Source: an optimization exercise on an open RTL-to-GDS flow (aim: small area, a short achievable clock period and few clock cycles). Production flows keep margins and buffers that such runs may drop. In this exercise RTL edits were held to simulation tests only and were not proved equivalent to the original. Power is estimated from default activity; no workload was simulated.

==> branch indigo: inputs <==
==> flow/design.v <==
module dz3_pq_engine (
    input  wire         clk,
    input  wire         rst_n,
    input  wire         cmd_valid,
    output wire         cmd_ready,
    input  wire [1:0]   cmd_op,
    input  wire [5:0]   cmd_x,
    input  wire [5:0]   cmd_y,
    input  wire         in_valid,
    output wire         in_ready,
    input  wire [127:0] in_p,
    input  wire [127:0] in_q,
    input  wire [127:0] in_d,
    output reg          out_valid,
    output reg  [127:0] out_p,
    output reg  [127:0] out_q
);
    localparam [1:0] OP_ACC   = 2'd0;
    localparam [1:0] OP_ACC_P = 2'd1;
    localparam [1:0] OP_REC1Q = 2'd2;
    localparam [1:0] OP_REC2  = 2'd3;
    localparam [2:0] PH_IDLE = 3'd0;    
    localparam [2:0] PH_ZD   = 3'd1;    
    localparam [2:0] PH_ZR   = 3'd2;    
    localparam [2:0] PH_DOWN = 3'd3;    
    localparam [2:0] PH_UP   = 3'd4;    
    function [7:0] zech_inv;
        input [5:0] n;
        begin
            case (n)
            6'd0: zech_inv = 8'h00;
            6'd1: zech_inv = 8'hF4;
            6'd2: zech_inv = 8'hA7;
            6'd3: zech_inv = 8'h9D;
            6'd4: zech_inv = 8'h72;
            6'd5: zech_inv = 8'hED;
            6'd6: zech_inv = 8'h5F;
            6'd7: zech_inv = 8'h54;
            6'd8: zech_inv = 8'hA0;
            6'd9: zech_inv = 8'hA9;
            6'd10: zech_inv = 8'hFB;
            6'd11: zech_inv = 8'h74;
            6'd12: zech_inv = 8'h85;
            6'd13: zech_inv = 8'hE4;
            6'd14: zech_inv = 8'hC0;
            6'd15: zech_inv = 8'h8A;
            6'd16: zech_inv = 8'h67;
            6'd17: zech_inv = 8'hDC;
            6'd18: zech_inv = 8'h26;
            6'd19: zech_inv = 8'h63;
            6'd20: zech_inv = 8'hF2;
            6'd21: zech_inv = 8'hE9;
            6'd22: zech_inv = 8'hB4;
            6'd23: zech_inv = 8'hD2;
            6'd24: zech_inv = 8'h02;
            6'd25: zech_inv = 8'h8E;
            6'd26: zech_inv = 8'hBA;
            6'd27: zech_inv = 8'hAA;
            6'd28: zech_inv = 8'hDE;
            6'd29: zech_inv = 8'h89;
            6'd30: zech_inv = 8'h57;
            6'd31: zech_inv = 8'h59;
            6'd32: zech_inv = 8'hAC;
            6'd33: zech_inv = 8'h2C;
            6'd34: zech_inv = 8'h93;
            6'd35: zech_inv = 8'h09;
            6'd36: zech_inv = 8'h60;
            6'd37: zech_inv = 8'h1E;
            6'd38: zech_inv = 8'hBC;
            6'd39: zech_inv = 8'hA4;
            6'd40: zech_inv = 8'hB3;
            6'd41: zech_inv = 8'h43;
            6'd42: zech_inv = 8'hEB;
            6'd43: zech_inv = 8'hDA;
            6'd44: zech_inv = 8'h6A;
            6'd45: zech_inv = 8'h12;
            6'd46: zech_inv = 8'hC7;
            6'd47: zech_inv = 8'h39;
            6'd48: zech_inv = 8'h04;
            6'd49: zech_inv = 8'h69;
            6'd50: zech_inv = 8'h47;
            6'd51: zech_inv = 8'h98;
            6'd52: zech_inv = 8'h3E;
            6'd53: zech_inv = 8'hD0;
            6'd54: zech_inv = 8'h23;
            6'd55: zech_inv = 8'h82;
            6'd56: zech_inv = 8'h97;
            6'd57: zech_inv = 8'h7B;
            6'd58: zech_inv = 8'h52;
            6'd59: zech_inv = 8'hF6;
            6'd60: zech_inv = 8'hC5;
            6'd61: zech_inv = 8'h2F;
            6'd62: zech_inv = 8'h91;
            6'd63: zech_inv = 8'h1C;
            endcase
        end
    endfunction
    function [63:0] gf_mat;
        input [7:0] c;
        reg   [7:0] x;
        integer j;
        begin
            x = c;
            for (j = 0; j < 8; j = j + 1) begin
                gf_mat[8*j +: 8] = x;
                x = {x[6:0], 1'b0} ^ (x[7] ? 8'h1D : 8'h00);
            end
        end
    endfunction
    reg       p_valid;
    reg       p_free;      
    reg [1:0] p_op;
    reg [5:0] p_x;
    reg [5:0] p_y;
    reg [2:0] ph;
    reg [5:0] cnt;
    reg       xlt;         
    reg [7:0] r;           
    reg [7:0] A;           
    reg       streaming;   
    reg [8:0] bcnt;
    reg       at_last;     
    reg [1:0] d_op;
    reg [63:0] m1;
    reg [63:0] m2;
    assign cmd_ready = p_free;
    assign in_ready  = streaming;
    wire fire_cmd  = cmd_valid && p_free;
    wire fire_in   = in_valid && streaming;
    wire last_beat = fire_in && at_last;
    wire p_ready   = p_valid && (ph == PH_IDLE);
    wire load_d    = p_ready && (!streaming || last_beat);
    wire [7:0] r_up   = {r[6:0], 1'b0} ^ (r[7] ? 8'h1D : 8'h00);    
    wire [7:0] r_down = {1'b0, r[7:1]} ^ (r[0] ? 8'h8E : 8'h00);    
    wire [5:0] d_xy   = xlt ? (p_y - p_x) : (p_x - p_y);
    always @(posedge clk) begin
        if (!rst_n) begin
            p_valid <= 1'b0;
            p_free  <= 1'b1;
            ph      <= PH_IDLE;
        end else begin
            if (fire_cmd) begin
                p_valid <= 1'b1;
                p_free  <= 1'b0;
                p_op    <= cmd_op;
                p_x     <= cmd_x;
                p_y     <= cmd_y;
                cnt     <= cmd_x;
                r       <= 8'd1;
                A       <= 8'd1;
                case (cmd_op)
                    OP_ACC:   ph <= PH_UP;
                    OP_ACC_P: begin ph <= PH_IDLE; r <= 8'd0; end
                    OP_REC1Q: ph <= PH_DOWN;
                    default:  ph <= PH_ZD;
                endcase
            end else if (load_d) begin
                p_valid <= 1'b0;
                p_free  <= 1'b1;
            end
            case (ph)
                PH_ZD: begin
                    xlt <= (p_x < p_y);
                    ph  <= PH_ZR;
                end
                PH_ZR: begin
                    r   <= zech_inv(d_xy);
                    cnt <= xlt ? p_x : p_y;
                    ph  <= PH_DOWN;
                end
                PH_DOWN: begin
                    if (cnt != 6'd0) begin
                        r   <= r_down;
                        cnt <= cnt - 6'd1;
                    end else begin
                        A <= r;
                        if (p_op == OP_REC2) begin
                            cnt <= p_y;
                            ph  <= PH_UP;
                        end else begin
                            r   <= 8'd0;
                            ph  <= PH_IDLE;
                        end
                    end
                end
                PH_UP: begin
                    if (cnt != 6'd0) begin
                        r   <= r_up;
                        cnt <= cnt - 6'd1;
                    end else begin
                        ph  <= PH_IDLE;
                    end
                end
                default: ;
            endcase
        end
    end
    always @(posedge clk) begin
        if (!rst_n) begin
            streaming <= 1'b0;
            bcnt      <= 9'd0;
            at_last   <= 1'b0;
        end else begin
            if (fire_in) begin
                bcnt    <= at_last ? 9'd0 : bcnt + 9'd1;
                at_last <= (bcnt == 9'd256);
            end
            if (load_d)
                streaming <= 1'b1;
            else if (last_beat)
                streaming <= 1'b0;
        end
    end
    always @(posedge clk) begin
        if (load_d) begin
            d_op <= p_op;
            m1   <= gf_mat(r);
            m2   <= gf_mat(A);
        end
    end
    always @(posedge clk) begin
        if (!rst_n)
            out_valid <= 1'b0;
        else
            out_valid <= fire_in;
    end
    wire d_rec   = d_op[1];
    wire d_rec1q = (d_op == OP_REC1Q);
    wire d_rec2  = (d_op == OP_REC2);
    reg [127:0] res_p;
    reg [127:0] res_q;
    reg [7:0]   sum, a, q, e;
    integer n, i, j;
    always @(*) begin
        for (n = 0; n < 16; n = n + 1) begin
            a = d_rec ? in_p[8*n +: 8] : in_d[8*n +: 8];
            q = in_q[8*n +: 8];
            e = d_rec ? in_p[8*n +: 8] : (in_p[8*n +: 8] ^ in_d[8*n +: 8]);
            for (i = 0; i < 8; i = i + 1) begin
                sum[i] = 1'b0;
                for (j = 0; j < 8; j = j + 1)
                    sum[i] = sum[i] ^ (m1[8*j+i] & a[j]) ^ (m2[8*j+i] & q[j]);
            end
            res_p[8*n +: 8] = d_rec ? sum : e;
            res_q[8*n +: 8] = (d_rec1q ? 8'd0 : sum) ^ (d_rec2 ? e : 8'd0);
        end
    end
    always @(posedge clk) begin
        out_p <= res_p;
        out_q <= res_q;
    end
endmodule
==> flow/run.sh <==
#!/bin/bash
# synth_recipe.tcl (not shown) runs the flow's synth.tcl, then flattens the netlist and writes it again
# the make line also repeats each setting of config.mk as NAME=value (left out here)
make -C /OpenROAD-flow-scripts/flow DESIGN_CONFIG=/design/flow/config.mk WORK_HOME=/design/flow/orfs CLKGATE_MAP_FILE= SYNTH_SCRIPT=/design/flow/synth_recipe.tcl finish
==> flow/config.mk <==
export PLATFORM = sky130hd
export DESIGN_NAME = dz3_pq_engine
export DESIGN_NICKNAME = dz3_pq_engine
export VERILOG_FILES = /design/flow/design.v
export SDC_FILE = /design/flow/constraint.sdc
export NUM_CORES = 4
export LEC_CHECK = 0
export CAP_MARGIN = 20
export CORE_MARGIN = 2
export CORE_UTILIZATION = 50
export PLACE_DENSITY = 0.6
export SLEW_MARGIN = 20
==> flow/constraint.sdc <==
create_clock -name core_clock -period 6.5 [get_ports {clk}]
set_input_delay 1.3000 -clock core_clock [delete_from_list [all_inputs] [get_ports {clk}]]
set_output_delay 1.3000 -clock core_clock [all_outputs]
set_load 0.01 [all_outputs]
==> inputs of branch sierra, as changes to branch indigo <==
==> flow/design.v, changed modules only <==
module dz3_pq_engine (
    input  wire         clk,
    input  wire         rst_n,
    input  wire         cmd_valid,
    output wire         cmd_ready,
    input  wire [1:0]   cmd_op,
    input  wire [5:0]   cmd_x,
    input  wire [5:0]   cmd_y,
    input  wire         in_valid,
    output wire         in_ready,
    input  wire [127:0] in_p,
    input  wire [127:0] in_q,
    input  wire [127:0] in_d,
    output reg          out_valid,
    output reg  [127:0] out_p,
    output reg  [127:0] out_q
);
    localparam [1:0] OP_ACC   = 2'd0;
    localparam [1:0] OP_ACC_P = 2'd1;
    localparam [1:0] OP_REC1Q = 2'd2;
    localparam [1:0] OP_REC2  = 2'd3;
    localparam [2:0] PH_IDLE = 3'd0;    
    localparam [2:0] PH_UPX  = 3'd1;    
    localparam [2:0] PH_DNX  = 3'd2;    
    localparam [2:0] PH_JNT  = 3'd3;    
    localparam [2:0] PH_DNM  = 3'd4;    
    localparam [2:0] PH_UPY  = 3'd5;    
    function [7:0] zech_inv;
        input [5:0] n;
        begin
            case (n)
            6'd0: zech_inv = 8'h00;
            6'd1: zech_inv = 8'hF4;
            6'd2: zech_inv = 8'hA7;
            6'd3: zech_inv = 8'h9D;
            6'd4: zech_inv = 8'h72;
            6'd5: zech_inv = 8'hED;
            6'd6: zech_inv = 8'h5F;
            6'd7: zech_inv = 8'h54;
            6'd8: zech_inv = 8'hA0;
            6'd9: zech_inv = 8'hA9;
            6'd10: zech_inv = 8'hFB;
            6'd11: zech_inv = 8'h74;
            6'd12: zech_inv = 8'h85;
            6'd13: zech_inv = 8'hE4;
            6'd14: zech_inv = 8'hC0;
            6'd15: zech_inv = 8'h8A;
            6'd16: zech_inv = 8'h67;
            6'd17: zech_inv = 8'hDC;
            6'd18: zech_inv = 8'h26;
            6'd19: zech_inv = 8'h63;
            6'd20: zech_inv = 8'hF2;
            6'd21: zech_inv = 8'hE9;
            6'd22: zech_inv = 8'hB4;
            6'd23: zech_inv = 8'hD2;
            6'd24: zech_inv = 8'h02;
            6'd25: zech_inv = 8'h8E;
            6'd26: zech_inv = 8'hBA;
            6'd27: zech_inv = 8'hAA;
            6'd28: zech_inv = 8'hDE;
            6'd29: zech_inv = 8'h89;
            6'd30: zech_inv = 8'h57;
            6'd31: zech_inv = 8'h59;
            6'd32: zech_inv = 8'hAC;
            6'd33: zech_inv = 8'h2C;
            6'd34: zech_inv = 8'h93;
            6'd35: zech_inv = 8'h09;
            6'd36: zech_inv = 8'h60;
            6'd37: zech_inv = 8'h1E;
            6'd38: zech_inv = 8'hBC;
            6'd39: zech_inv = 8'hA4;
            6'd40: zech_inv = 8'hB3;
            6'd41: zech_inv = 8'h43;
            6'd42: zech_inv = 8'hEB;
            6'd43: zech_inv = 8'hDA;
            6'd44: zech_inv = 8'h6A;
            6'd45: zech_inv = 8'h12;
            6'd46: zech_inv = 8'hC7;
            6'd47: zech_inv = 8'h39;
            6'd48: zech_inv = 8'h04;
            6'd49: zech_inv = 8'h69;
            6'd50: zech_inv = 8'h47;
            6'd51: zech_inv = 8'h98;
            6'd52: zech_inv = 8'h3E;
            6'd53: zech_inv = 8'hD0;
            6'd54: zech_inv = 8'h23;
            6'd55: zech_inv = 8'h82;
            6'd56: zech_inv = 8'h97;
            6'd57: zech_inv = 8'h7B;
            6'd58: zech_inv = 8'h52;
            6'd59: zech_inv = 8'hF6;
            6'd60: zech_inv = 8'hC5;
            6'd61: zech_inv = 8'h2F;
            6'd62: zech_inv = 8'h91;
            6'd63: zech_inv = 8'h1C;
            endcase
        end
    endfunction
    function [63:0] gf_mat;
        input [7:0] c;
        reg   [7:0] x;
        integer j;
        begin
            x = c;
            for (j = 0; j < 8; j = j + 1) begin
                gf_mat[8*j +: 8] = x;
                x = {x[6:0], 1'b0} ^ (x[7] ? 8'h1D : 8'h00);
            end
        end
    endfunction
    reg       p_valid;
    reg       p_free;      
    reg [1:0] p_op;
    reg [5:0] cx;
    reg [5:0] cy;
    reg [5:0] cm;
    reg [2:0] ph;
    reg [7:0] r;           
    reg [7:0] A;           
    reg       streaming;   
    reg [8:0] bcnt;
    reg       at_last;     
    reg       d_sel_lo;    
    reg       d_sel_hi;    
    reg       d_rec1q;
    reg       d_rec2;
    reg [63:0] m1;
    reg [63:0] m2;
    assign cmd_ready = p_free;
    assign in_ready  = streaming;
    wire fire_cmd  = cmd_valid && p_free;
    wire fire_in   = in_valid && streaming;
    wire last_beat = fire_in && at_last;
    wire p_ready   = p_valid && (ph == PH_IDLE);
    wire load_d    = p_ready && (!streaming || last_beat);
    wire [7:0] r_up   = {r[6:0], 1'b0} ^ (r[7] ? 8'h1D : 8'h00);    
    wire [7:0] r_down = {1'b0, r[7:1]} ^ (r[0] ? 8'h8E : 8'h00);    
    wire [7:0] f_d    = zech_inv(cx | cy);                          
    wire       cx_nz  = (cx != 6'd0);
    wire       cy_nz  = (cy != 6'd0);
    wire       cm_nz  = (cm != 6'd0);
    always @(posedge clk) begin
        if (!rst_n) begin
            p_valid <= 1'b0;
            p_free  <= 1'b1;
        end else if (fire_cmd) begin
            p_valid <= 1'b1;
            p_free  <= 1'b0;
        end else if (load_d) begin
            p_valid <= 1'b0;
            p_free  <= 1'b1;
        end
    end
    always @(posedge clk) begin
        if (fire_cmd) begin
            p_op <= cmd_op;
            cx   <= cmd_x;
            cy   <= cmd_y;
            cm   <= 6'd0;
            r    <= 8'd1;
            A    <= 8'd1;
            case (cmd_op)
                OP_ACC:   ph <= PH_UPX;
                OP_ACC_P: begin ph <= PH_IDLE; r <= 8'd0; end
                OP_REC1Q: ph <= PH_DNX;
                default:  ph <= PH_JNT;
            endcase
        end else begin
            case (ph)
                PH_UPX: begin
                    if (cx_nz) begin
                        r  <= r_up;
                        cx <= cx - 6'd1;
                    end else begin
                        ph <= PH_IDLE;
                    end
                end
                PH_DNX: begin
                    if (cx_nz) begin
                        r  <= r_down;
                        cx <= cx - 6'd1;
                    end else begin
                        A  <= r;
                        r  <= 8'd0;
                        ph <= PH_IDLE;
                    end
                end
                PH_JNT: begin
                    if (cx_nz && cy_nz) begin
                        cx <= cx - 6'd1;
                        cy <= cy - 6'd1;
                        cm <= cm + 6'd1;
                    end else begin
                        r  <= f_d;
                        ph <= PH_DNM;
                    end
                end
                PH_DNM: begin
                    if (cm_nz) begin
                        r  <= r_down;
                        cm <= cm - 6'd1;
                    end else begin
                        A  <= r;
                        r  <= f_d;
                        ph <= PH_UPY;
                    end
                end
                PH_UPY: begin
                    if (cy_nz) begin
                        r  <= r_up;
                        cy <= cy - 6'd1;
                    end else begin
                        ph <= PH_IDLE;
                    end
                end
                default: ph <= PH_IDLE;
            endcase
        end
    end
    always @(posedge clk) begin
        if (!rst_n)
            streaming <= 1'b0;
        else if (load_d)
            streaming <= 1'b1;
        else if (last_beat)
            streaming <= 1'b0;
    end
    always @(posedge clk) begin
        if (load_d) begin
            bcnt    <= 9'd0;
            at_last <= 1'b0;
        end else if (fire_in) begin
            bcnt    <= bcnt + 9'd1;
            at_last <= (bcnt == 9'd256);
        end
    end
    always @(posedge clk) begin
        if (load_d) begin
            d_sel_lo <= p_op[1];
            d_sel_hi <= !p_op[1];
            d_rec1q  <= (p_op == OP_REC1Q);
            d_rec2   <= (p_op == OP_REC2);
            m1       <= gf_mat(r);
            m2       <= gf_mat(A);
        end
    end
    always @(posedge clk) begin
        if (!rst_n)
            out_valid <= 1'b0;
        else
            out_valid <= fire_in;
    end
    wire d_rec = d_rec1q | d_rec2;
    reg [127:0] res_p;
    reg [127:0] res_q;
    reg [7:0]   sum, a, q, e;
    integer n, i, j;
    always @(*) begin
        for (n = 0; n < 16; n = n + 1) begin
            if (n < 8)
                a = d_sel_lo ? in_p[8*n +: 8] : in_d[8*n +: 8];
            else
                a = d_sel_hi ? in_d[8*n +: 8] : in_p[8*n +: 8];
            q = in_q[8*n +: 8];
            e = d_rec ? in_p[8*n +: 8] : (in_p[8*n +: 8] ^ in_d[8*n +: 8]);
            for (i = 0; i < 8; i = i + 1) begin
                sum[i] = 1'b0;
                for (j = 0; j < 8; j = j + 1)
                    sum[i] = sum[i] ^ (m1[8*j+i] & a[j]) ^ (m2[8*j+i] & q[j]);
            end
            res_p[8*n +: 8] = d_rec ? sum : e;
            res_q[8*n +: 8] = (d_rec1q ? 8'd0 : sum) ^ (d_rec2 ? e : 8'd0);
        end
    end
    always @(posedge clk) begin
        out_p <= res_p;
        out_q <= res_q;
    end
endmodule
==> flow/flow/run.sh (new file) <==
#!/bin/bash
# Standard layout, with the port buffers made of sky130_fd_sc_hd__buf_2 instead of the
# resizer's default choice. Each tool's full output goes to a log file in this folder.
set -euo pipefail
bash standard.sh "BUFFER_PORTS_ARGS=-buffer_cell sky130_fd_sc_hd__buf_2" finish > standard.log 2>&1
==> flow/standard.sh (new file) <==
#!/bin/bash
# synth_recipe.tcl (not shown) runs the flow's synth.tcl, then flattens the netlist and writes it again
# the make line also repeats each setting of config.mk as NAME=value (left out here)
make -C /OpenROAD-flow-scripts/flow DESIGN_CONFIG=/design/flow/config.mk WORK_HOME=/design/flow/orfs CLKGATE_MAP_FILE= SYNTH_SCRIPT=/design/flow/synth_recipe.tcl "${@:-finish}"
--- a/flow/config.mk
+++ b/flow/config.mk
@@ -7,2 +7,3 @@
 export LEC_CHECK = 0
+export ABC_CLOCK_PERIOD_IN_PS = 3000
 export CAP_MARGIN = 20
@@ -11,2 +12,3 @@
 export PLACE_DENSITY = 0.6
+export SETUP_SLACK_MARGIN = 3.3
 export SLEW_MARGIN = 20
removed: flow/run.sh
==> summary of the runs <==
Of branch indigo and branch sierra, branch sierra has the higher power (gap 8.5%, measured against branch sierra).
Global-route usage: branch sierra is lower than branch indigo (1.1 points).
In branch sierra the core utilization is lower than in branch indigo, by 3.4 points.
In branch indigo the synthesized area is higher than in branch sierra, by 1.7%.
Branch indigo ran to the end with no violations. Branch sierra went through all stages and came out clean.
Of branch indigo and branch sierra, branch indigo has the higher final cell count (gap about 0.4%, measured against branch sierra).
Against branch sierra, the register-to-register slack of branch indigo is worse by 0.67 ns.
Testbench counts of branch indigo, summed over its fixed seeds: cycles 49,728.
Testbench counts of branch sierra, summed over its fixed seeds: cycles 49,727.

## separate check: timing with driven ports
The results above use ideal ports. As a check the final layouts listed here were re-extracted and re-timed, cells and wires unchanged. Step 1 assumes that a clkbuf_16 drives the clock port and a buf_2 every other input. Step 2, shift: input delay + t, output delay - t, t = (earliest + latest rising clock arrival at the registers) / 2. This alone moves slack from input paths to output paths. Slacks: ideal ports / drivers / drivers and shift; pairs: ideal ports / drivers.
run | t, ns | setup WS [ns] | latest minus earliest clock arrival (ns) | worst slew at a driven data input, ns | cell pins on the clock port's net
branch indigo | 0.716 | 2.551 / 2.551 / 2.118 | 0.046 / 0.046 | 0.14 | 1
branch sierra | 0.703 | 3.219 / 3.219 / 2.865 | 0.031 / 0.032 | 0.15 | 1
After both steps setup and hold are still met in every run listed. The setup slack of branch indigo, which loses most, moves by 0.000 ns with the drivers and by -0.433 ns with both steps.
